This design comes from an exercise in tuning for small area on the open sky130 flow, not from production work. Function was checked by simulation only, so behaviour that the tests miss may differ from the original.

==> design/flow/flow/run.sh <==
#!/bin/bash
# The standard layout (standard.sh) with these changes:
# - synthesis: the standard script, but abc maps with flow/map.abc (an
#   area-oriented mapping that keeps the design's xor structure) instead of
#   ORFS's speed script; flip-flops are mapped as in the standard synthesis
# - the 3-input xor/xnor cells are left out (two 2-input cells are smaller)
# - the port buffers are buf_1 cells (the resizer upsizes those on critical
#   paths) and the pins may sit one track apart, for a smaller die
export BUFFER_PORTS_ARGS="-buffer_cell sky130_fd_sc_hd__buf_1"
export PLACE_PINS_ARGS="-min_distance 1 -min_distance_in_tracks"
export ABC_SCRIPT_FILE=$PWD/flow/map.abc
bash standard.sh "DONT_USE_CELLS=sky130_fd_sc_hd__probe_p_8 sky130_fd_sc_hd__probec_p_8 sky130_fd_sc_hd__lpflow_bleeder_1 sky130_fd_sc_hd__lpflow_clkbufkapwr_1 sky130_fd_sc_hd__lpflow_clkbufkapwr_16 sky130_fd_sc_hd__lpflow_clkbufkapwr_2 sky130_fd_sc_hd__lpflow_clkbufkapwr_4 sky130_fd_sc_hd__lpflow_clkbufkapwr_8 sky130_fd_sc_hd__lpflow_clkinvkapwr_1 sky130_fd_sc_hd__lpflow_clkinvkapwr_16 sky130_fd_sc_hd__lpflow_clkinvkapwr_2 sky130_fd_sc_hd__lpflow_clkinvkapwr_4 sky130_fd_sc_hd__lpflow_clkinvkapwr_8 sky130_fd_sc_hd__lpflow_decapkapwr_12 sky130_fd_sc_hd__lpflow_decapkapwr_3 sky130_fd_sc_hd__lpflow_decapkapwr_4 sky130_fd_sc_hd__lpflow_decapkapwr_6 sky130_fd_sc_hd__lpflow_decapkapwr_8 sky130_fd_sc_hd__lpflow_inputiso0n_1 sky130_fd_sc_hd__lpflow_inputiso0p_1 sky130_fd_sc_hd__lpflow_inputiso1n_1 sky130_fd_sc_hd__lpflow_inputiso1p_1 sky130_fd_sc_hd__lpflow_inputisolatch_1 sky130_fd_sc_hd__lpflow_isobufsrc_1 sky130_fd_sc_hd__lpflow_isobufsrc_16 sky130_fd_sc_hd__lpflow_isobufsrc_2 sky130_fd_sc_hd__lpflow_isobufsrc_4 sky130_fd_sc_hd__lpflow_isobufsrc_8 sky130_fd_sc_hd__lpflow_isobufsrckapwr_16 sky130_fd_sc_hd__lpflow_lsbuf_lh_hl_isowell_tap_1 sky130_fd_sc_hd__lpflow_lsbuf_lh_hl_isowell_tap_2 sky130_fd_sc_hd__lpflow_lsbuf_lh_hl_isowell_tap_4 sky130_fd_sc_hd__lpflow_lsbuf_lh_isowell_4 sky130_fd_sc_hd__lpflow_lsbuf_lh_isowell_tap_1 sky130_fd_sc_hd__lpflow_lsbuf_lh_isowell_tap_2 sky130_fd_sc_hd__lpflow_lsbuf_lh_isowell_tap_4 sky130_fd_sc_hd__xor3_1 sky130_fd_sc_hd__xor3_2 sky130_fd_sc_hd__xor3_4 sky130_fd_sc_hd__xnor3_1 sky130_fd_sc_hd__xnor3_2 sky130_fd_sc_hd__xnor3_4" SYNTH_SCRIPT=$PWD/flow/synth.tcl GPL_KEEP_OVERFLOW=0 finish > standard.log 2>&1
==> design/flow/flow/map.abc <==
strash
&get -n
&st
&b
&dch
&nf
&put
==> design/flow/flow/synth.tcl <==
proc synth {args} { yosys synth -nofsm -noshare {*}$args }
# The standard synthesis with one change: abc maps with the script in
# ABC_SCRIPT_FILE instead of ORFS's speed script.
proc abc {args} {
  set i [lsearch -exact $args -script]
  if {$i >= 0} { lset args [expr {$i + 1}] $::env(ABC_SCRIPT_FILE) }
  yosys abc {*}$args
}
source $::env(SCRIPTS_DIR)/synth.tcl
# left out here: clear keep_hierarchy, flatten, clean up, hide names made inside functions, write 1_2_yosys.v
==> design/flow/standard.sh <==
#!/bin/bash
# synth_recipe.tcl (not shown) runs the flow's synth.tcl, then flattens the netlist and writes it again
# the make line also repeats each setting of config.mk as NAME=value (left out here)
make -C /OpenROAD-flow-scripts/flow DESIGN_CONFIG=/design/flow/config.mk WORK_HOME=/design/flow/orfs CLKGATE_MAP_FILE= SYNTH_SCRIPT=/design/flow/synth_recipe.tcl "${@:-finish}"
==> design/flow/config.mk <==
export PLATFORM = sky130hd
export DESIGN_NAME = ecc_dec
export DESIGN_NICKNAME = ecc_dec
export VERILOG_FILES = /design/flow/design.v
export SDC_FILE = /design/flow/constraint.sdc
export NUM_CORES = 4
export LEC_CHECK = 0
export CAP_MARGIN = 20
export CORE_AREA = 2 2 288 288
export CTS_CLUSTER_DIAMETER = 120
export CTS_CLUSTER_SIZE = 20
export DIE_AREA = 0 0 290 290
export PLACE_DENSITY = 0.7
export SETUP_SLACK_MARGIN = 0.45
export SLEW_MARGIN = 20
==> design/flow/constraint.sdc <==
create_clock -name core_clock -period 6.0 [get_ports {clk}]
set_input_delay 1.2000 -clock core_clock [delete_from_list [all_inputs] [get_ports {clk}]]
set_output_delay 1.2000 -clock core_clock [all_outputs]
set_load 0.01 [all_outputs]
==> design/flow/design.v <==
module ecc_dec (
    input  wire         clk,
    input  wire         rst,
    input  wire         in_valid,
    input  wire [639:0] line_in,
    input  wire [45:0]  addr,
    output reg          out_valid,
    output reg  [511:0] data_out,
    output reg          err,
    output reg  [2:0]   kind,
    output reg  [3:0]   device,
    output reg  [7:0]   syn0,
    output reg  [7:0]   syn1,
    output reg  [7:0]   swmask
);
    function [7:0] xtime;
        input [7:0] b;
        xtime = {b[6:0], 1'b0} ^ (b[7] ? 8'h1D : 8'h00);
    endfunction
    function [79:0] checks;
        input [7:0] x, y;
        reg [106:0] w;
        begin
            w[7:0]  = x;
            w[15:8] = y;
            w[16] = w[4] ^ w[14];
            w[17] = w[1] ^ w[9];
            w[18] = w[6] ^ w[14];
            w[19] = w[7] ^ w[8];
            w[20] = w[6] ^ w[8];
            w[21] = w[4] ^ w[12];
            w[22] = w[0] ^ w[9];
            w[23] = w[4] ^ w[13];
            w[24] = w[5] ^ w[13];
            w[25] = w[4] ^ w[8];
            w[26] = w[5] ^ w[9];
            w[27] = w[3] ^ w[11];
            w[28] = w[4] ^ w[9];
            w[29] = w[16] ^ w[24];
            w[30] = w[5] ^ w[15];
            w[31] = w[6] ^ w[15];
            w[32] = w[6] ^ w[9];
            w[33] = w[4] ^ w[15];
            w[34] = w[29] ^ w[32];
            w[35] = w[2] ^ w[10];
            w[36] = w[0] ^ w[8];
            w[37] = w[10] ^ w[25];
            w[38] = w[5] ^ w[8];
            w[39] = w[7] ^ w[9];
            w[40] = w[7] ^ w[15];
            w[41] = w[10] ^ w[36];
            w[42] = w[17] ^ w[41];
            w[43] = w[10] ^ w[38];
            w[44] = w[19] ^ w[43];
            w[45] = w[10] ^ w[20];
            w[46] = w[3] ^ w[19];
            w[47] = w[3] ^ w[40];
            w[48] = w[3] ^ w[39];
            w[49] = w[29] ^ w[48];
            w[50] = w[16] ^ w[47];
            w[51] = w[24] ^ w[47];
            w[52] = w[10] ^ w[46];
            w[53] = w[10] ^ w[12];
            w[54] = w[26] ^ w[53];
            w[55] = w[17] ^ w[53];
            w[56] = w[32] ^ w[53];
            w[57] = w[28] ^ w[53];
            w[58] = w[22] ^ w[53];
            w[59] = w[39] ^ w[53];
            w[60] = w[29] ^ w[53];
            w[61] = w[2] ^ w[58];
            w[62] = w[8] ^ w[11];
            w[63] = w[17] ^ w[62];
            w[64] = w[28] ^ w[62];
            w[65] = w[32] ^ w[62];
            w[66] = w[2] ^ w[62];
            w[67] = w[39] ^ w[62];
            w[68] = w[26] ^ w[62];
            w[69] = w[22] ^ w[62];
            w[70] = w[48] ^ w[62];
            w[71] = w[2] ^ w[7];
            w[72] = w[20] ^ w[71];
            w[73] = w[31] ^ w[71];
            w[74] = w[32] ^ w[71];
            w[75] = w[18] ^ w[71];
            w[76] = w[10] ^ w[72];
            w[77] = w[24] ^ w[72];
            w[78] = w[62] ^ w[74];
            w[79] = w[13] ^ w[62];
            w[80] = w[43] ^ w[79];
            w[81] = w[45] ^ w[79];
            w[82] = w[41] ^ w[79];
            w[83] = w[37] ^ w[79];
            w[84] = w[3] ^ w[5];
            w[85] = w[16] ^ w[84];
            w[86] = w[23] ^ w[84];
            w[87] = w[33] ^ w[84];
            w[88] = w[25] ^ w[84];
            w[89] = w[0] ^ w[27];
            w[90] = w[65] ^ w[89];
            w[91] = w[55] ^ w[89];
            w[92] = w[1] ^ w[40];
            w[93] = w[65] ^ w[92];
            w[94] = w[16] ^ w[92];
            w[95] = w[12] ^ w[27];
            w[96] = w[62] ^ w[95];
            w[97] = w[0] ^ w[16];
            w[98] = w[65] ^ w[97];
            w[99] = w[18] ^ w[30];
            w[100] = w[92] ^ w[99];
            w[101] = w[79] ^ w[99];
            w[102] = w[97] ^ w[99];
            w[103] = w[13] ^ w[17];
            w[104] = w[65] ^ w[103];
            w[105] = w[66] ^ w[103];
            w[106] = w[88] ^ w[103];
            checks[0 +: 8] = {w[40], w[36], w[35], w[27], w[24], w[21], w[18], w[17]};
            checks[8 +: 8] = {w[96], w[66], w[42], w[31], w[29], w[23], w[22], w[19]};
            checks[16 +: 8] = {w[63], w[61], w[51], w[41], w[39], w[30], w[20], w[16]};
            checks[24 +: 8] = {w[77], w[69], w[55], w[50], w[44], w[38], w[33], w[32]};
            checks[32 +: 8] = {w[104], w[75], w[67], w[58], w[47], w[45], w[26], w[25]};
            checks[40 +: 8] = {w[100], w[82], w[73], w[65], w[59], w[46], w[43], w[28]};
            checks[48 +: 8] = {w[98], w[93], w[86], w[72], w[68], w[56], w[48], w[37]};
            checks[56 +: 8] = {w[106], w[102], w[85], w[81], w[74], w[64], w[54], w[52]};
            checks[64 +: 8] = {w[105], w[91], w[87], w[80], w[76], w[70], w[57], w[34]};
            checks[72 +: 8] = {w[101], w[94], w[90], w[88], w[83], w[78], w[60], w[49]};
        end
    endfunction
    wire [63:0] ad = {18'd0, addr};
    reg [63:0]  s0, s1;
    reg [7:0]   acc;
    reg [79:0]  chk;
    reg [79:0]  z;          
    reg [7:0]   clean;
    reg [9:0]   rest_name;  
    reg [9:0]   dc_c;
    reg         mark0;
    reg [7:0]   syn1_c;
    reg         found;
    reg [511:0] data_c;
    integer j, k;
    always @(*) begin
        for (j = 0; j < 8; j = j + 1) begin
            s0[8*j +: 8] = ad[8*j +: 8];
            acc = 8'h00;
            for (k = 9; k >= 0; k = k - 1) begin
                s0[8*j +: 8] = s0[8*j +: 8] ^ line_in[8*(10*j+k) +: 8];
                acc = xtime(acc) ^ line_in[8*(10*j+k) +: 8];
            end
            s1[8*j +: 8] = acc;
            clean[j] = ~|{s0[8*j +: 8], s1[8*j +: 8]};
            chk = checks(s0[8*j +: 8], s1[8*j +: 8]);
            for (k = 0; k < 10; k = k + 1)
                z[10*j+k] = ~|chk[8*k +: 8];
            for (k = 0; k < 8; k = k + 1)
                data_c[8*(8*j+k) +: 8] = line_in[8*(10*j+k) +: 8];
        end
        mark0 = (s0[7:0] == 8'h00) && (s1[7:0] >= 8'd1) && (s1[7:0] <= 8'd5);
        for (k = 0; k < 10; k = k + 1) begin
            rest_name[k] = 1'b1;
            for (j = 1; j < 8; j = j + 1)
                rest_name[k] = rest_name[k] & z[10*j+k];
            dc_c[k] = rest_name[k] & (z[k] | mark0);
        end
        syn1_c = 8'h00;
        found  = 1'b0;
        for (j = 0; j < 8; j = j + 1) begin
            if (!found) syn1_c = s1[8*j +: 8];
            found = found | !clean[j];
        end
    end
    reg [511:0] data_r;
    reg [63:0]  s0_r;
    reg [9:0]   dc_r;
    reg         mark0_r;
    reg [7:0]   swmask_r, syn1_r;
    always @(posedge clk) begin
        if (rst) out_valid <= 1'b0;
        else     out_valid <= in_valid;
        data_r   <= data_c;
        s0_r     <= s0;
        dc_r     <= dc_c;
        mark0_r  <= mark0;
        swmask_r <= ~clean;
        syn1_r   <= syn1_c;
    end
    reg       found_r, mk;
    reg [3:0] dev_enc;
    always @(*) begin
        for (j = 0; j < 8; j = j + 1)
            for (k = 0; k < 8; k = k + 1)
                data_out[8*(8*j+k) +: 8] = data_r[8*(8*j+k) +: 8] ^ (dc_r[k] ? s0_r[8*j +: 8] : 8'h00);
        err = |swmask_r;
        mk = mark0_r && (|dc_r);
        dev_enc = 4'd0;
        for (k = 0; k < 10; k = k + 1)
            if (dc_r[k]) dev_enc = dev_enc | k[3:0];
        device = (err && !mk) ? dev_enc : 4'd0;
        if (mk)                      kind = syn1_r[2:0] + 3'd1;
        else if (err && ~|dc_r)      kind = 3'd1;
        else                         kind = 3'd0;
        syn0    = 8'h00;
        found_r = 1'b0;
        for (j = 0; j < 8; j = j + 1) begin
            if (!found_r) syn0 = s0_r[8*j +: 8];
            found_r = found_r | swmask_r[j];
        end
        syn1   = syn1_r;
        swmask = swmask_r;
    end
endmodule
==> reports/metrics.cfg, run 1 <==
[critical_path]
critical_path_required_ns = 6.52
worst_setup_path_start_kind = primary input
slowest_delay_ns = 0.99
worstSetupPathType = in2reg
arrival_ns = 6.14
path_cells = buf_1, xnor2_1, xnor2_1, xnor2_1, xnor2_1, xnor2_1, xnor2_2, xnor2_1, nand4b_1, nor4_1, nand4_1, nor4_1, nand4_1, nor3_1
crit_path_max_fanout = 8
path_buf_inv = 1
worst_path_max_delay_cell = xnor2_1
cpLargestDelayFamily = XOR/XNOR gates
endpoint_kind = flip-flop
crit_top_cell = xnor2_1

[worst_hold_path]
min_to = data_r[143]
hold_class = in2reg
min-delay-start = line_in[175]
worst_hold_path.num_cells = 1

[global_routing]
grt_pass1_vias = 36630
grt_pass1_wl_um = 253900
overflow = 0
grt_antenna_before_repair = 30
gr-usage-all-layers = 0.4092
grt_max_degree = 39

[synthesis]
syn_area_sq_um = 39890
synth_top_family_by_area = XOR/XNOR gates
ys_seq_area_frac = 0.3031
muxShareOfSynthArea = 0.004046
synth_top_area_share = 0.4196
yosys.cell_types.count = 50
synth_compound_gate_area_share = 0.01945
synthArstFlopShare = 0
synth_edf_count = 0
synth-simple-area-share = 0.1011
syn_inst = 4241
synth_ff_type = dfxtp_1
post-synth-top-area-cell = xnor2_1
synth.area.top_cells = xnor2_1 42%, dfxtp_1 30%, xor2_1 15%, nand2_1 5.2%, nor4_1 1.4%
yosysWarningCount = 1
synth_xor_area_frac = 0.5702
avgSynthCellArea_sq_um = 9.406
syn-num-nets = 4931
ys_seq_elements = 604
synthAdderAreaFrac = 0.0003137

[clocking]
clk_pin_slew_worst_paths_ns = 0.10
clock_path_buffers = 3
clockRootBuffer = clkbuf_16
cts.sink_count = 604
cts_buffers = 36
htreeDepth = 2
tritoncts = yes

[sta]
rsz0062_at_grt = true
slew_headroom = 0.1314
timing.final.max_slew_violations = 0
holdWs_ns = 0.7396
setup_ws_ns = 0.3790
timing.fmax_mhz = 177.9
tightest_slew_ns = 1.294
final.period_utilization = 0.9368
period_needed_ns = 5.621
setup_viol = 0
hold_viol_final = 0

[run_status]
status = no timing/DRC/antenna violations

[place]
placed_area_sq_um = 46540
gp_congestion = 1.045
hpwl_um = 146700
post-place-cells = 6551
place_ws_ns = -1.764
port_buffers = 1233

[finish]
drive_above_1_share = 0.02923
area_growth_pct = 20.36
fin_area_sq_um = 48010
fillers = 7465
instances_no_fill = 6625
nets = 6229

[drt]
wl_per_cell_um = 27.09
vias_per_cell = 5.447
drt_first_pass_iters = 8
drt-initial-drc-count = 3238
drtAntennaViolNets = 0
wl_um = 179400
vias = 36080
drcViolationCount = 0

[floorplanning]
die_x_um = 290
die_h_um = 290
ios = 1234
rows = 104
core_area_sq_um = 80810
die_area_sq_um = 84100
initial_core_util = 0.4937

[run]
cap_violations = 0

==> repair_timing <==
| item | CTS | global route |
|---|---|---|
| gates resized for setup | 17 | 27 |
| hold buffers | 0 | 0 |
| pin swaps | 2 | 1 |
| buffers inserted | 4 | 5 |
| endpoints found under the setup margin | 16 | 27 |
==> cell usage after synthesis (2+ instances only) <==
cell / count
xnor2_1: 1911
xor2_1: 686
dfxtp_1: 604
nand2_1: 550
nor4_1: 89
nand4_1: 69
a21oi_1: 64
nor2_1: 45
nor3_1: 29
nand3_1: 27
clkinv_1: 19
mux2i_1: 15
o21ai_0: 15
a211oi_1: 10
nand4b_1: 9
nor4b_1: 9
nor2b_1: 8
a31oi_1: 7
and3_1: 6
o22ai_1: 6
or4_1: 6
nand2b_1: 5
or3_1: 5
a2111oi_0: 4
a21boi_0: 3
and4b_1: 3
nand4bb_1: 3
nor4bb_1: 3
o2111ai_1: 3
or4b_1: 3
a21o_1: 2
and4_1: 2
o21bai_1: 2
o221ai_1: 2
or2_0: 2
==> flip-flops by register name, indices dropped and copies added, names as in the netlist <==
| register | flops |
|---|---|
| dc_r | 10 |
| s0_r | 64 |
| out_valid | 1 |
| data_r | 512 |
| syn1_r | 8 |
| swmask_r | 8 |
| mark0_r | 1 |
==> placed cells by master (no fill, tap or decap), types with 37 or more instances in the layout <==
cell / instances
xnor2_2: 69
nand4_1: 69
nand2_1: 550
nor4_1: 84
a21oi_1: 64
buf_1: 1233
xnor2_1: 1838
dfxtp_1: 596
xor2_1: 680
clkbuf_16: 37
nor2_1: 45
==> kinds of logic (layout without fill, tap and decap cells) <==
| logic type | count (synthesis) | in the layout |
|---|---|---|
| buf+inv | 19 | 1321 |
| flops | 604 | 604 |
| mux | 16 | 16 |
| other cells | 0 | 22 |
| compound gates | 128 | 128 |
| fa+ha+maj | 1 | 1 |
| xor+xnor | 2597 | 2597 |
| simple gates | 876 | 876 |
==> area by class of cell <==
class | count | area [sq um] | area share
Multi-Input combinational cell | 3618 | 28440 | 0.5924
Sequential cell | 604 | 12120 | 0.2525
Timing Repair Buffer | 1260 | 5029 | 0.1047
Tap cell | 1060 | 1326 | 0.02762
Clock buffer | 40 | 947.2 | 0.01973
Inverter | 19 | 71.32 | 0.001485
Antenna cell | 22 | 55.05 | 0.001147
Clock inverter | 2 | 17.52 | 0.0003648
==> stage by stage <==
| step | utilization | setup TNS, ns |
|---|---|---|
| 3_5_place_dp | 0.5760 | -16.84 |
| 4_1_cts | 0.5899 | 0 |
| 6_report | 0.5942 | 0 |
| 5_1_grt | 0.5939 | 0 |
| 2_1_floorplan | - | 0 |
| 3_3_place_gp | 0.5676 | -18.73 |
==> routing by layer <==
layer	GRT usage	up-vias	wire length, um
met4	0.2082	16	10170
met3	0.1377	521	19630
met2	0.6396	2118	78560
met1	0.5009	17350	70970
met5	0	-	108
li1	-	16080	-
==> how the worst max path moves through the flow <==
| stage | to | slack [ns] | depth (start not counted) | from |
|---|---|---|---|---|
| after global placement | syn1_r[4] | -1.73 | 15 | line_in[55] |
| after CTS | syn1_r[4] | 0.47 | 17 | line_in[143] |
| final | dc_r[2] | 0.38 | 14 | line_in[298] |
| after detailed placement | syn1_r[4] | -1.76 | 15 | line_in[55] |
| after global routing | dc_r[9] | 0.19 | 15 | line_in[383] |
| after floorplan | syn1_r[4] | 0.52 | 14 | line_in[143] |
==> run 2: changes to the inputs <==
--- a/design/flow/config.mk
+++ b/design/flow/config.mk
@@ -13,3 +13,3 @@
 export PLACE_DENSITY = 0.7
-export SETUP_SLACK_MARGIN = 0.45
+export SETUP_SLACK_MARGIN = 0.6
 export SLEW_MARGIN = 20
==> run 2 against run 1 <==
Net effect: via count down 0.35%; sequential cell count is the same; sequential share of layout area decreased by 0.31 points; wire length fell by 0.53%; maximum frequency hardly changed; count of clock-buffer cells in the layout is the same; critical path depth stayed put; hold slack got worse by 0.011 ns; highest routed layer unchanged; global-route usage down 0.073 points; area after synthesis did not move.
==> reports/metrics.cfg, run 2 <==
[sta]
rsz0062_at_grt = true  ; unchanged
finalSetupTns_ns = 0  ; unchanged
timing.fmax_mhz = 178.0  ; was 177.9 MHz
timing.final.max_slew_violations = 0  ; unchanged
tightest_slew_ns = 1.215  ; was 1.294 ns
hold_viol_final = 0  ; unchanged
setup_ws_ns = 0.3827  ; was 0.3790 ns
period_needed_ns = 5.617  ; was 5.621 ns
final.period_utilization = 0.9362  ; was 0.9368
setup_viol = 0  ; unchanged
slew_headroom = 0.1840  ; was 0.1314

[synthesis]
ys_seq_elements = 604  ; unchanged
yosys-top-cells-count = 1911 x xnor2_1, 686 x xor2_1, 604 x dfxtp_1, 550 x nand2_1, 89 x nor4_1  ; unchanged
synthArstFlopShare = 0  ; unchanged
ys_seq_area_frac = 0.3031  ; unchanged
syn_area_sq_um = 39890  ; unchanged
yosys.cell_types.count = 50  ; unchanged
yosysWarningCount = 1  ; unchanged
synth.area.top_cells = xnor2_1 42%, dfxtp_1 30%, xor2_1 15%, nand2_1 5.2%, nor4_1 1.4%  ; unchanged
post-synth-top-area-cell = xnor2_1  ; unchanged
synth_ff_type = dfxtp_1  ; unchanged
syn_inst = 4241  ; unchanged
synth_top_area_share = 0.4196  ; unchanged
avgSynthCellArea_sq_um = 9.406  ; unchanged
syn-num-nets = 4931  ; unchanged
post-synth-top-count-cell = xnor2_1  ; unchanged
synth_edf_count = 0  ; unchanged

[drt]
drt_first_pass_iters = 8  ; unchanged
vias = 35960  ; was 36080
wl_per_cell_um = 26.91  ; was 27.09 um
drcViolationCount = 0  ; unchanged
drt-initial-drc-count = 3362  ; was 3238
drtAntennaViolNets = 0  ; unchanged
vias_per_cell = 5.420  ; was 5.447
wl_um = 178500  ; was 179400 um

[clocking]
cts_hold_buf = 0  ; unchanged
cts_buffers = 37  ; was 36
tritoncts = yes  ; unchanged
cts.sink_count = 604  ; unchanged
clk_pin_slew_worst_paths_ns = 0.10  ; about the same
htreeDepth = 2  ; unchanged
clock_path_buffers = 3  ; unchanged
clockRootBuffer = clkbuf_16  ; unchanged

[global_routing]
grt_pass1_wl_um = 254000  ; was 253900 um
grt_max_degree = 39  ; unchanged
grt_antenna_before_repair = 26  ; was 30
grt_pass1_vias = 36510  ; was 36630
gr-usage-all-layers = 0.4085  ; was 0.4092
overflow = 0  ; unchanged

[place]
place_ws_ns = -1.482  ; was -1.764 ns
gp_congestion = 1.049  ; was 1.045
hpwl_um = 145500  ; was 146700 um
port_buffers = 1233  ; unchanged

[floorplanning]
die_x_um = 290  ; unchanged
core_area_sq_um = 80810  ; unchanged
ios = 1234  ; unchanged
die_h_um = 290  ; unchanged
die_area_sq_um = 84100  ; unchanged
rows = 104  ; unchanged
initial_core_util = 0.4937  ; unchanged

[critical_path]
crit_path_max_fanout = 8  ; unchanged
critical_path_required_ns = 6.53  ; was 6.52 ns
endpoint_kind = flip-flop  ; unchanged
arrival_ns = 6.15  ; was 6.14 ns
worst_setup_path_start_kind = primary input  ; unchanged
worstSetupPathType = in2reg  ; unchanged

[finish]
final_cell_mix = 1800 x xnor2_1, 1233 x buf_1, 673 x xor2_1  ; was 1838 x xnor2_1, 1233 x buf_1, 680 x xor2_1
drive_above_1_share = 0.04032  ; was 0.02923
largest_registers = data_r x512, s0_r x64, dc_r x10  ; unchanged
final_common_cell = xnor2_1  ; unchanged
max_flop_register = data_r  ; unchanged
area_growth_pct = 21.87  ; was 20.36%
nets = 6241  ; was 6229
largest_reg_flops = 512  ; unchanged
fin_util = 0.6016  ; was 0.5942

[run]
cap_violations = 0  ; unchanged

[worst_hold_path]
hold_class = in2reg  ; unchanged

[run_status]
status = no timing/DRC/antenna violations  ; unchanged

run 2: stage by stage:
step	cells	area (sq um)	hold slack [ns]
floorplan	4241	39920	1.228
global placement	6534	45880	1.345
detailed placement	6552	46570	1.344
CTS	6601	48010	0.7113
global route	6631	48610	0.7253
finish	6634	48610	0.7282
run 2: layer usage:
layer / wire length, um / GRT usage / part of all wire
met5: 62 / 0.001134 / 0.00035
met4: 11290 / 0.2297 / 0.063
met3: 20300 / 0.1450 / 0.11
met2: 77050 / 0.6282 / 0.43
met1: 69790 / 0.4954 / 0.39
run 2: final timing paths:
path	slack, ns	start	cells past startpoint	to
setup / recovery	0.38	line_in[622]	14	dc_r[9]
hold / removal	0.73	line_in[175]	1	data_r[143]
run 2: final cells by class:
| cell class | count | area, sq um |
|---|---|---|
| fill | 7286 | 32190 |
| multi-input combinational | 3618 | 28920 |
| sequential | 604 | 12120 |
| timing repair buffer | 1271 | 5101 |
| tap | 1060 | 1326 |
| clock buffer | 40 | 958.4 |
| inverter | 19 | 75.07 |
| clock inverter | 4 | 65.06 |
| antenna | 18 | 45.04 |
run 2: critical path: stages:
cell      delay, ns
buf_1          0.13
xor2_1         0.20
xnor2_1        0.44
xnor2_1        0.16
xnor2_1        0.17
xnor2_1        0.44
xor2_2         0.72
xnor2_1        0.32
xnor2_2        0.46
nor4bb_1       0.70
nand4_1        0.22
nor4_2         0.55
nand3_1        0.20
nor3_1         0.24
run 2: logic make-up (layout without fill, tap and decap cells):
kind of cell,after synthesis,in the layout,share of synthesized area
other cells,0,18,0
compound gates,128,128,0.01945
xor+xnor,2597,2597,0.5702
mux,16,16,0.004046
buf+inv,19,1334,0.001788
fa+ha+maj,1,1,0.0003136
flops,604,604,0.3031
simple gates,876,876,0.1011
run 2: repair_timing:
action	4_1_cts	5_1_grt
endpoints found under the setup margin	22	29
gates resized for setup	49	53
pin swaps	4	7
setup buffers	5	14
==> run 3: changes to the inputs <==
--- a/design/flow/flow/run.sh
+++ b/design/flow/flow/run.sh
@@ -8,2 +8,5 @@
 #   paths) and the pins may sit one track apart, for a smaller die
+# - timing-driven global placement keeps none of its trial buffering
+#   (GPL_KEEP_OVERFLOW=0); timing is repaired after CTS and global routing
+#   instead, aiming at the setup margin set in config.mk
 export BUFFER_PORTS_ARGS="-buffer_cell sky130_fd_sc_hd__buf_1"
--- a/design/flow/config.mk
+++ b/design/flow/config.mk
@@ -13,3 +13,3 @@
 export PLACE_DENSITY = 0.7
-export SETUP_SLACK_MARGIN = 0.6
+export SETUP_SLACK_MARGIN = 0.45
 export SLEW_MARGIN = 20
==> run 3 against run 2 <==
Net effect: synthesized cell count unchanged; maximum frequency about the same; still clean; setup slack worse by 0.0037 ns; area after synthesis unchanged; sequential cell count unchanged.
==> reports/metrics.cfg, run 3 <==
[synthesis]
yosysWarningCount = 1  ; unchanged
yosys-top-cells-count = 1911 x xnor2_1, 686 x xor2_1, 604 x dfxtp_1, 550 x nand2_1, 89 x nor4_1  ; unchanged
post-synth-top-area-cell = xnor2_1  ; unchanged
ys_seq_area_frac = 0.3031  ; unchanged
ys_seq_elements = 604  ; unchanged
avgSynthCellArea_sq_um = 9.406  ; unchanged
yosys.cell_types.count = 50  ; unchanged
synth.area.top_cells = xnor2_1 42%, dfxtp_1 30%, xor2_1 15%, nand2_1 5.2%, nor4_1 1.4%  ; unchanged
synth_top_area_share = 0.4196  ; unchanged
post-synth-top-count-cell = xnor2_1  ; unchanged
synth_edf_count = 0  ; unchanged
syn_inst = 4241  ; unchanged
syn_area_sq_um = 39890  ; unchanged
synth_ff_type = dfxtp_1  ; unchanged
syn-num-nets = 4931  ; unchanged
synthArstFlopShare = 0  ; unchanged

[finish]
largest_reg_flops = 512  ; unchanged
area_growth_pct = 20.36  ; was 21.87%
final_cell_mix = 1838 x xnor2_1, 1233 x buf_1, 680 x xor2_1  ; was 1800 x xnor2_1, 1233 x buf_1, 673 x xor2_1
fin_area_sq_um = 48010  ; was 48610 sq um
max_flop_register = data_r  ; unchanged
fillers = 7465  ; was 7286
largest_registers = data_r x512, s0_r x64, dc_r x10  ; unchanged
drive_above_1_share = 0.02923  ; was 0.04032
nets = 6229  ; was 6241
final_common_cell = xnor2_1  ; unchanged

[clocking]
cts_buffers = 36  ; was 37
htreeDepth = 2  ; unchanged
tritoncts = yes  ; unchanged
clk_pin_slew_worst_paths_ns = 0.10  ; about the same
clock_path_buffers = 3  ; unchanged
cts.sink_count = 604  ; unchanged
clockRootBuffer = clkbuf_16  ; unchanged

[floorplanning]
die_h_um = 290  ; unchanged
ios = 1234  ; unchanged
initial_core_util = 0.4937  ; unchanged
die_x_um = 290  ; unchanged
core_area_sq_um = 80810  ; unchanged
die_area_sq_um = 84100  ; unchanged
rows = 104  ; unchanged

[sta]
setup_ws_ns = 0.3790  ; was 0.3827 ns
period_needed_ns = 5.621  ; was 5.617 ns
tightest_slew_ns = 1.294  ; was 1.215 ns
final.period_utilization = 0.9368  ; was 0.9362
timing.fmax_mhz = 177.9  ; was 178.0 MHz
timing.final.max_slew_violations = 0  ; unchanged
slew_headroom = 0.1314  ; was 0.1840
setup_viol = 0  ; unchanged
hold_viol_final = 0  ; unchanged
rsz0062_at_grt = true  ; unchanged

[drt]
vias = 36080  ; was 35960
drt_first_pass_iters = 8  ; unchanged
wl_um = 179400  ; was 178500 um
drtAntennaViolNets = 0  ; unchanged
vias_per_cell = 5.447  ; was 5.420
drt-initial-drc-count = 3238  ; was 3362
drcViolationCount = 0  ; unchanged
wl_per_cell_um = 27.09  ; was 26.91 um

[critical_path]
crit_path_max_fanout = 8  ; unchanged
worstSetupPathType = in2reg  ; unchanged
endpoint_kind = flip-flop  ; unchanged
arrival_ns = 6.14  ; was 6.15 ns
worst_setup_path_start_kind = primary input  ; unchanged
critical_path_required_ns = 6.52  ; was 6.53 ns

[place]
placed_area_sq_um = 46540  ; was 46570 sq um
port_buffers = 1233  ; unchanged
hpwl_um = 146700  ; was 145500 um
gp_congestion = 1.045  ; was 1.049
place_ws_ns = -1.764  ; was -1.482 ns

[global_routing]
overflow = 0  ; unchanged
grt_pass1_wl_um = 253900  ; was 254000 um
grt_antenna_before_repair = 30  ; was 26
grt_max_degree = 39  ; unchanged
grt_pass1_vias = 36630  ; was 36510
gr-usage-all-layers = 0.4092  ; was 0.4085

[run]
cap_violations = 0  ; unchanged

[run_status]
status = no timing/DRC/antenna violations  ; unchanged

[worst_hold_path]
hold_class = in2reg  ; unchanged

## run 3: cell types whose count changed in the layout (fill, tap and decap cells not counted), sizes merged
cell      previous run  this run
buf               1270      1259
clkinv              21        19
clkinvlp             1         0
diode               18        22
inv                  1         2
## run 3: worst paths after layout
check | startpoint | end | slack (ns) | depth (start not counted)
worst max-delay path | line_in[298] | dc_r[2] | 0.38 | 14
worst min-delay path | line_in[175] | data_r[143] | 0.74 | 1
## run 3: metrics by stage
stage	cells	hold slack, ns	utilization	setup TNS, ns
2_1_floorplan	4241	1.228	-	0
3_3_place_gp	6534	1.345	0.5676	-18.73
3_5_place_dp	6551	1.345	0.5760	-16.84
4_1_cts	6597	0.7243	0.5899	0
5_1_grt	6618	0.7347	0.5939	0
6_report	6625	0.7396	0.5942	0
## run 3: cells by family after synthesis
logic type / Yosys count / share of synthesized area
XOR/XNOR: 2597 / 0.5702
AND/OR/NAND/NOR: 876 / 0.1011
flip-flops: 604 / 0.3031
AO/OA/AOI/OAI: 128 / 0.01945
buffers and inverters: 19 / 0.001788
multiplexers: 16 / 0.004046
adder cells (fa/ha/maj): 1 / 0.0003136
## run 3: per-layer routing
metal / GRT usage / vias up / wire, um
met5: 0 / - / 108
met4: 0.2082 / 16 / 10170
met3: 0.1377 / 521 / 19630
met2: 0.6396 / 2118 / 78560
met1: 0.5009 / 17350 / 70970
li1: - / 16080 / -
## run 3: what timing repair did
item	CTS	global route
buffers inserted	4	5
gates resized for setup	17	27
pin swaps	2	1
hold buffers	0	0
setup endpoints to repair	16	27
hold endpoints to repair	0	0
## run 3: layout make-up
| cell class | instances | area, sq um | area share |
|---|---|---|---|
| Inverter | 19 | 71.32 | 0.001485 |
| Clock inverter | 2 | 17.52 | 0.0003648 |
| Clock buffer | 40 | 947.2 | 0.01973 |
| Multi-Input combinational cell | 3618 | 28440 | 0.5924 |
| Tap cell | 1060 | 1326 | 0.02762 |
| Timing Repair Buffer | 1260 | 5029 | 0.1047 |
| Sequential cell | 604 | 12120 | 0.2525 |
| Antenna cell | 22 | 55.05 | 0.001147 |
## run 3: worst max-delay path, stage by stage
cell and delay (ns):
buf_1 0.32, xnor2_1 0.15, xnor2_1 0.30, xnor2_1 0.14, xnor2_1 0.15, xnor2_1 0.47
xnor2_2 0.33, xnor2_1 0.99, nand4b_1 0.51, nor4_1 0.65, nand4_1 0.18, nor4_1 0.34
nand4_1 0.22, nor3_1 0.20
==> run 4: changes to the inputs <==
--- a/design/flow/config.mk
+++ b/design/flow/config.mk
@@ -9,4 +9,4 @@
 export CORE_AREA = 2 2 288 288
-export CTS_CLUSTER_DIAMETER = 120
-export CTS_CLUSTER_SIZE = 20
+export CTS_CLUSTER_DIAMETER = 130
+export CTS_CLUSTER_SIZE = 25
 export DIE_AREA = 0 0 290 290
==> run 4 against run 3 <==
Net effect: largest cell class unchanged; non-clock buffer count is 1 lower; setup slack worse by 0.14 ns; synthesized cell count stayed put; utilization is 0.31 points lower.
==> reports/metrics.cfg, run 4 <==
[clocking]
clockRootBuffer = clkbuf_16  ; unchanged
clock_path_buffers = 3  ; unchanged
cts_hold_buf = 0  ; unchanged
clk_pin_slew_worst_paths_ns = 0.11  ; was 0.10 ns
cts.sink_count = 604  ; unchanged
tritoncts = yes  ; unchanged
htreeDepth = 1  ; was 2
cts_buffers = 28  ; was 36

[place]
port_buffers = 1233  ; unchanged
placed_area_sq_um = 46540  ; unchanged
gp_congestion = 1.045  ; unchanged
place_ws_ns = -1.764  ; unchanged
post-place-cells = 6551  ; unchanged
hpwl_um = 146700  ; unchanged

[sta]
timing.final.max_slew_violations = 0  ; unchanged
setup_ws_ns = 0.2410  ; was 0.3790 ns
holdWs_ns = 0.6875  ; was 0.7396 ns
rsz0062_at_grt = true  ; unchanged
finalSetupTns_ns = 0  ; unchanged
setup_viol = 0  ; unchanged
slew_headroom = 0.1592  ; was 0.1314
timing.fmax_mhz = 173.6  ; was 177.9 MHz
hold_viol_final = 0  ; unchanged
final.period_utilization = 0.9598  ; was 0.9368
period_needed_ns = 5.759  ; was 5.621 ns
tightest_slew_ns = 1.252  ; was 1.294 ns

[finish]
drive_above_1_share = 0.02621  ; was 0.02923
instances_no_fill = 6615  ; was 6625
area_growth_pct = 19.72  ; was 20.36%
largest_reg_flops = 512  ; unchanged
final_common_cell = xnor2_1  ; unchanged
final_cell_mix = 1841 x xnor2_1, 1233 x buf_1, 681 x xor2_1  ; was 1838 x xnor2_1, 1233 x buf_1, 680 x xor2_1
fin_area_sq_um = 47760  ; was 48010 sq um
nets = 6220  ; was 6229
max_flop_register = data_r  ; unchanged
largest_registers = data_r x512, s0_r x64, dc_r x10  ; unchanged

[critical_path]
slowest_delay_ns = 0.84  ; was 0.99 ns
worstSetupPathType = in2reg  ; unchanged
path_cells = buf_1, xnor2_1, xnor2_1, xor2_1, xnor2_1, xnor2_2, xnor2_2, xor2_1, nor4_1, nand4_1, nor4_1, nand3_1, o21ba_1  ; was buf_1, xnor2_1, xnor2_1, xnor2_1, xnor2_1, xnor2_1, xnor2_2, xnor2_1, nand4b_1, nor4_1, nand4_1, nor4_1, nand4_1, nor3_1
worst_path_max_delay_cell = nor4_1  ; was xnor2_1
worst_setup_path_start_kind = primary input  ; unchanged
critical_path_required_ns = 6.59  ; was 6.52 ns
crit_path_max_fanout = 8  ; unchanged
crit_top_cell = xnor2_1  ; unchanged
arrival_ns = 6.35  ; was 6.14 ns
cpLargestDelayFamily = XOR/XNOR gates  ; unchanged
path_buf_inv = 1  ; unchanged
endpoint_kind = flip-flop  ; unchanged

[drt]
drt-initial-drc-count = 3146  ; was 3238
drcViolationCount = 0  ; unchanged
wl_per_cell_um = 26.98  ; was 27.09 um
wl_um = 178500  ; was 179400 um
vias = 35740  ; was 36080
drtAntennaViolNets = 0  ; unchanged
vias_per_cell = 5.403  ; was 5.447
drt_first_pass_iters = 5  ; was 8

[global_routing]
gr-usage-met2 = 0.6401  ; was 0.6396
grt_use_met1 = 0.5017  ; was 0.5009
busiest_layer = met2  ; unchanged
overflow = 0  ; unchanged
grt_antenna_before_repair = 26  ; was 30
gr-usage-all-layers = 0.4071  ; was 0.4092
met3_usage = 0.1327  ; was 0.1377
grt_pass1_vias = 36430  ; was 36630
grt_pass1_wl_um = 253300  ; was 253900 um
grt_max_degree = 39  ; unchanged

[synthesis]
post-synth-top-area-cell = xnor2_1  ; unchanged
post-synth-top-count-cell = xnor2_1  ; unchanged
ys_seq_area_frac = 0.3031  ; unchanged
synth_edf_count = 0  ; unchanged
ys_seq_elements = 604  ; unchanged
yosys-top-cells-count = 1911 x xnor2_1, 686 x xor2_1, 604 x dfxtp_1, 550 x nand2_1, 89 x nor4_1  ; unchanged
synth_ff_type = dfxtp_1  ; unchanged
avgSynthCellArea_sq_um = 9.406  ; unchanged
yosys.cell_types.count = 50  ; unchanged
syn_area_sq_um = 39890  ; unchanged
synth_top_area_share = 0.4196  ; unchanged
syn-num-nets = 4931  ; unchanged
syn_inst = 4241  ; unchanged
yosysWarningCount = 1  ; unchanged
synthArstFlopShare = 0  ; unchanged
synth.area.top_cells = xnor2_1 42%, dfxtp_1 30%, xor2_1 15%, nand2_1 5.2%, nor4_1 1.4%  ; unchanged

[run]
cap_violations = 0  ; unchanged

[floorplanning]
initial_core_util = 0.4937  ; unchanged
rows = 104  ; unchanged
die_x_um = 290  ; unchanged
die_area_sq_um = 84100  ; unchanged
ios = 1234  ; unchanged
die_h_um = 290  ; unchanged
core_area_sq_um = 80810  ; unchanged

[run_status]
status = no timing/DRC/antenna violations  ; unchanged

[worst_hold_path]
hold_class = in2reg  ; unchanged

==> run 4: cell count changes in the layout (fill, tap and decap cells not counted), moves of 3 or more <==
cell,delta
clkbuf_16,-8
nor4_1,+3
nor4_2,-4
xnor2_1,+3
xnor2_2,-3
==> run 4: final timing paths <==
| check | from | to | slack [ns] | cells after the start |
|---|---|---|---|---|
| setup / recovery | line_in[543] | dc_r[6] | 0.24 | 13 |
| hold / removal | line_in[95] | data_r[79] | 0.69 | 1 |
==> run 4: cell families after synthesis <==
logic type	after synthesis	share of synthesized area
AOI/OAI and AO/OA	128	0.01945
DFF	604	0.3031
xor gates and xnor gates	2597	0.5702
buffers and inverters	19	0.001788
and+or+nand+nor	876	0.1011
adders and majority gates	1	0.0003136
muxes	16	0.004046
==> run 4: final cells by class <==
| cell class | instances | area (sq um) |
|---|---|---|
| Fill cell | 7497 | 33050 |
| Timing Repair Buffer | 1259 | 5021 |
| Clock inverter | 2 | 25.02 |
| Antenna cell | 22 | 55.05 |
| Inverter | 19 | 71.32 |
| Tap cell | 1060 | 1326 |
| Multi-Input combinational cell | 3618 | 28400 |
| Clock buffer | 31 | 733.2 |
| Sequential cell | 604 | 12120 |
==> run 4: what timing repair did <==
| action | CTS | global route |
|---|---|---|
| endpoints found under the hold margin | 0 | 0 |
| pin swaps | 2 | 1 |
| endpoints found under the setup margin | 16 | 28 |
| setup buffers | 4 | 5 |
| gates resized for setup | 14 | 24 |
==> run 4: metrics by stage <==
stage	util
after global routing	0.5908
after detailed placement	0.5760
final	0.5910
after floorplan	-
after global placement	0.5676
after CTS	0.5871
==> run 4: routing by layer <==
metal / vias up / wire length [um]
met4: 14 / 9878
met1: 17060 / 70090
met2: 2136 / 78450
met5: - / 99
met3: 485 / 19990
li1: 16050 / -
==> run 5: changes to the inputs <==
==> design/flow/flow/run.sh (replaced) <==
#!/bin/bash
# The standard layout (standard.sh) with these changes:
# - synthesis: the standard script, but abc maps with flow/map.abc (an
#   area-oriented mapping that keeps the design's xor structure) instead of
#   ORFS's speed script; flip-flops are mapped as in the standard synthesis
# - the 3-input xor/xnor cells are left out (two 2-input cells are smaller)
# - the port buffers are buf_1 cells (the resizer upsizes those on critical
#   paths) and the pins may sit one track apart, for a smaller die
export BUFFER_PORTS_ARGS="-buffer_cell sky130_fd_sc_hd__buf_1"
export PLACE_PINS_ARGS="-min_distance 1 -min_distance_in_tracks"
export ABC_SCRIPT_FILE=$PWD/flow/map.abc
bash standard.sh "DONT_USE_CELLS=sky130_fd_sc_hd__probe_p_8 sky130_fd_sc_hd__probec_p_8 sky130_fd_sc_hd__lpflow_bleeder_1 sky130_fd_sc_hd__lpflow_clkbufkapwr_1 sky130_fd_sc_hd__lpflow_clkbufkapwr_16 sky130_fd_sc_hd__lpflow_clkbufkapwr_2 sky130_fd_sc_hd__lpflow_clkbufkapwr_4 sky130_fd_sc_hd__lpflow_clkbufkapwr_8 sky130_fd_sc_hd__lpflow_clkinvkapwr_1 sky130_fd_sc_hd__lpflow_clkinvkapwr_16 sky130_fd_sc_hd__lpflow_clkinvkapwr_2 sky130_fd_sc_hd__lpflow_clkinvkapwr_4 sky130_fd_sc_hd__lpflow_clkinvkapwr_8 sky130_fd_sc_hd__lpflow_decapkapwr_12 sky130_fd_sc_hd__lpflow_decapkapwr_3 sky130_fd_sc_hd__lpflow_decapkapwr_4 sky130_fd_sc_hd__lpflow_decapkapwr_6 sky130_fd_sc_hd__lpflow_decapkapwr_8 sky130_fd_sc_hd__lpflow_inputiso0n_1 sky130_fd_sc_hd__lpflow_inputiso0p_1 sky130_fd_sc_hd__lpflow_inputiso1n_1 sky130_fd_sc_hd__lpflow_inputiso1p_1 sky130_fd_sc_hd__lpflow_inputisolatch_1 sky130_fd_sc_hd__lpflow_isobufsrc_1 sky130_fd_sc_hd__lpflow_isobufsrc_16 sky130_fd_sc_hd__lpflow_isobufsrc_2 sky130_fd_sc_hd__lpflow_isobufsrc_4 sky130_fd_sc_hd__lpflow_isobufsrc_8 sky130_fd_sc_hd__lpflow_isobufsrckapwr_16 sky130_fd_sc_hd__lpflow_lsbuf_lh_hl_isowell_tap_1 sky130_fd_sc_hd__lpflow_lsbuf_lh_hl_isowell_tap_2 sky130_fd_sc_hd__lpflow_lsbuf_lh_hl_isowell_tap_4 sky130_fd_sc_hd__lpflow_lsbuf_lh_isowell_4 sky130_fd_sc_hd__lpflow_lsbuf_lh_isowell_tap_1 sky130_fd_sc_hd__lpflow_lsbuf_lh_isowell_tap_2 sky130_fd_sc_hd__lpflow_lsbuf_lh_isowell_tap_4 sky130_fd_sc_hd__xor3_1 sky130_fd_sc_hd__xor3_2 sky130_fd_sc_hd__xor3_4 sky130_fd_sc_hd__xnor3_1 sky130_fd_sc_hd__xnor3_2 sky130_fd_sc_hd__xnor3_4" SYNTH_SCRIPT=$PWD/flow/synth.tcl finish > standard.log 2>&1
--- a/design/flow/config.mk
+++ b/design/flow/config.mk
@@ -9,7 +9,6 @@
 export CORE_AREA = 2 2 288 288
-export CTS_CLUSTER_DIAMETER = 130
-export CTS_CLUSTER_SIZE = 25
+export CTS_CLUSTER_DIAMETER = 120
+export CTS_CLUSTER_SIZE = 20
 export DIE_AREA = 0 0 290 290
 export PLACE_DENSITY = 0.7
-export SETUP_SLACK_MARGIN = 0.45
 export SLEW_MARGIN = 20
==> run 5 against run 4 <==
Net effect: still clean; non-clock buffer count up 204; cell area rose by 1.9%; via count rose by 2.8%; die area is the same.
==> reports/metrics.cfg, run 5 <==
[floorplanning]
die_x_um = 290  ; unchanged
core_area_sq_um = 80810  ; unchanged
rows = 104  ; unchanged
ios = 1234  ; unchanged
initial_core_util = 0.4937  ; unchanged
die_area_sq_um = 84100  ; unchanged
die_h_um = 290  ; unchanged

[place]
place_ws_ns = 0.2737  ; was -1.764 ns
post-place-cells = 6764  ; was 6551
port_buffers = 1233  ; unchanged
hpwl_um = 145900  ; was 146700 um
gp_congestion = 1.063  ; was 1.045
placed_area_sq_um = 47600  ; was 46540 sq um

[synthesis]
synth.area.top_cells = xnor2_1 42%, dfxtp_1 30%, xor2_1 15%, nand2_1 5.2%, nor4_1 1.4%  ; unchanged
synth_edf_count = 0  ; unchanged
post-synth-top-count-cell = xnor2_1  ; unchanged
ys_seq_elements = 604  ; unchanged
synthArstFlopShare = 0  ; unchanged
synth_top_area_share = 0.4196  ; unchanged
synth_ff_type = dfxtp_1  ; unchanged
post-synth-top-area-cell = xnor2_1  ; unchanged
ys_seq_area_frac = 0.3031  ; unchanged
yosysWarningCount = 1  ; unchanged
syn_inst = 4241  ; unchanged
syn_area_sq_um = 39890  ; unchanged
yosys.cell_types.count = 50  ; unchanged
yosys-top-cells-count = 1911 x xnor2_1, 686 x xor2_1, 604 x dfxtp_1, 550 x nand2_1, 89 x nor4_1  ; unchanged
avgSynthCellArea_sq_um = 9.406  ; unchanged
syn-num-nets = 4931  ; unchanged

[finish]
final_cell_mix = 1911 x xnor2_1, 1233 x buf_1, 686 x xor2_1  ; was 1841 x xnor2_1, 1233 x buf_1, 681 x xor2_1
nets = 6433  ; was 6220
largest_registers = data_r x512, s0_r x64, dc_r x10  ; unchanged
instances_no_fill = 6823  ; was 6615
fin_area_sq_um = 48670  ; was 47760 sq um
final_common_cell = xnor2_1  ; unchanged
drive_above_1_share = 0.04889  ; was 0.02621
largest_reg_flops = 512  ; unchanged
area_growth_pct = 22.02  ; was 19.72%
max_flop_register = data_r  ; unchanged

[drt]
drt-initial-drc-count = 3517  ; was 3146
dr_wl_met3_um = 20560  ; was 19990 um
drcViolationCount = 0  ; unchanged
wl_um = 179400  ; was 178500 um
highest_layer = met5  ; unchanged
vias_per_cell = 5.383  ; was 5.403
drtAntennaViolNets = 0  ; unchanged
dr_wl_met2_um = 78430  ; was 78450 um
vias = 36730  ; was 35740
wl_met1_um = 71040  ; was 70090 um
drt_first_pass_iters = 6  ; was 5
wl_per_cell_um = 26.29  ; was 26.98 um

[clocking]
clock_path_buffers = 3  ; unchanged
post-cts-setup-buffer-count = 0  ; was 4
clk_pin_slew_worst_paths_ns = 0.10  ; was 0.11 ns
cts_resized = 0  ; was 14
htreeDepth = 2  ; was 1
clockRootBuffer = clkbuf_16  ; unchanged
tritoncts = yes  ; unchanged
cts_buffers = 37  ; was 28
cts_hold_buf = 0  ; unchanged
cts.sink_count = 604  ; unchanged

[sta]
rsz0062_at_grt = false  ; was true
finalSetupTns_ns = 0  ; unchanged
setup_viol = 0  ; unchanged
tightest_slew_ns = 1.105  ; was 1.252 ns
period_needed_ns = 5.378  ; was 5.759 ns
timing.final.max_slew_violations = 0  ; unchanged
setup_ws_ns = 0.6219  ; was 0.2410 ns
final.period_utilization = 0.8964  ; was 0.9598
slew_headroom = 0.2577  ; was 0.1592
hold_viol_final = 0  ; unchanged
timing.fmax_mhz = 185.9  ; was 173.6 MHz

[critical_path]
endpoint_kind = flip-flop  ; unchanged
arrival_ns = 5.91  ; was 6.35 ns
worst_setup_path_start_kind = primary input  ; unchanged
worstSetupPathType = in2reg  ; unchanged
critical_path_required_ns = 6.53  ; was 6.59 ns
crit_path_max_fanout = 5  ; was 8

[global_routing]
gr-usage-all-layers = 0.4100  ; was 0.4071
grt_max_degree = 47  ; was 39
overflow = 0  ; unchanged
grt_antenna_before_repair = 16  ; was 26
grt_pass1_vias = 36940  ; was 36430
grt_pass1_wl_um = 256000  ; was 253300 um

[run]
cap_violations = 0  ; unchanged

[worst_hold_path]
worst_hold_path.num_cells = 1  ; unchanged
hold_class = in2reg  ; unchanged
min_to = data_r[143]  ; was data_r[79]
min-delay-start = line_in[175]  ; was line_in[95]

[run_status]
status = no timing/DRC/antenna violations  ; unchanged

-- run 5: cell counts after synthesis --
Identical to the previous run, type by type.
-- run 5: per-stage QoR --
step	util	hold slack [ns]
floorplan	-	1.228
global placement	0.5891	1.351
detailed placement	0.5891	1.347
CTS	0.6019	0.7188
global route	0.6021	0.7342
finish	0.6023	0.7422
-- run 5: worst max-delay path, stage by stage --
cell     delay, ns
buf_1         0.13
xor2_1        0.19
xnor2_1       0.30
xor2_1        0.29
xnor2_1       0.13
xnor2_1       0.22
xnor2_1       0.55
xnor2_1       0.41
nor4b_1       0.72
buf_4         0.25
nand3_1       0.08
nor4_1        0.21
nand3_1       0.30
nor4_1        0.47
nand4_1       0.26
nor3_1        0.19
-- run 5: how the worst max path moves through the flow --
stage / from / to / cells past startpoint
detailed placement: line_in[222] / dc_r[3] / 16
finish: line_in[222] / dc_r[3] / 16
floorplan: line_in[62] / syn1_r[4] / 14
CTS: line_in[222] / dc_r[3] / 16
global route: line_in[222] / dc_r[3] / 16
global placement: line_in[222] / dc_r[3] / 16
-- run 5: logic make-up (layout without fill, tap and decap cells) --
family,Yosys count,in the layout,synth area share
other,0,15,0
buffers and inverters,19,1526,0.001788
adders and majority gates,1,1,0.0003136
muxes,16,16,0.004046
xor gates and xnor gates,2597,2597,0.5702
DFF,604,604,0.3031
and+or+nand+nor,876,876,0.1011
AOI/OAI and AO/OA,128,128,0.01945
-- run 5: layout make-up --
type                            count  area [sq um]
Inverter                           19         71.32
Antenna cell                       15         37.54
Multi-Input combinational cell   3618         27730
Fill cell                        7318         32130
Clock buffer                       40         979.7
Sequential cell                   604         12120
Clock inverter                      4         53.80
Timing Repair Buffer             1463          6355
Tap cell                         1060          1326
-- run 5: per-layer routing --
layer / GRT usage / up-vias
met5: 0.006239 / -
met4: 0.1911 / 6
met3: 0.1379 / 498
met2: 0.6388 / 2214
met1: 0.5097 / 17520
li1: - / 16490

[static timing again, ports no longer ideal]
Ports are ideal in the flow. The routed layouts listed here were re-timed in OpenROAD. Step 1: set_driving_cell puts a clkbuf_16 on clk and a buf_2 on each other input, an assumption about the parent block. Step 2 times the ports against the registers' clock, not the clock port: input delays grow and output delays shrink by t, the midpoint of the rising clock arrivals with the driver on. Three values: ideal, step 1, step 2; two values: the first two.
run | shift t [ns] | slack for setup (ns) | worst data-port slew with drivers (ns)
run 1 | 0.663 | 0.379 / 0.410 / -0.253 | 0.17
run 2 | 0.665 | 0.383 / 0.433 / -0.233 | 0.14
run 3 | 0.663 | 0.379 / 0.410 / -0.253 | 0.17
run 4 | 0.710 | 0.241 / 0.290 / -0.420 | 0.16
run 5 | 0.661 | 0.622 / 0.666 / 0.005 | 0.16
Met with ideal ports but missed after step 2: setup timing in run 1, run 2, run 3 and run 4. The setup slack of run 4, which loses most, moves by +0.049 ns with the drivers and by -0.661 ns with both steps.
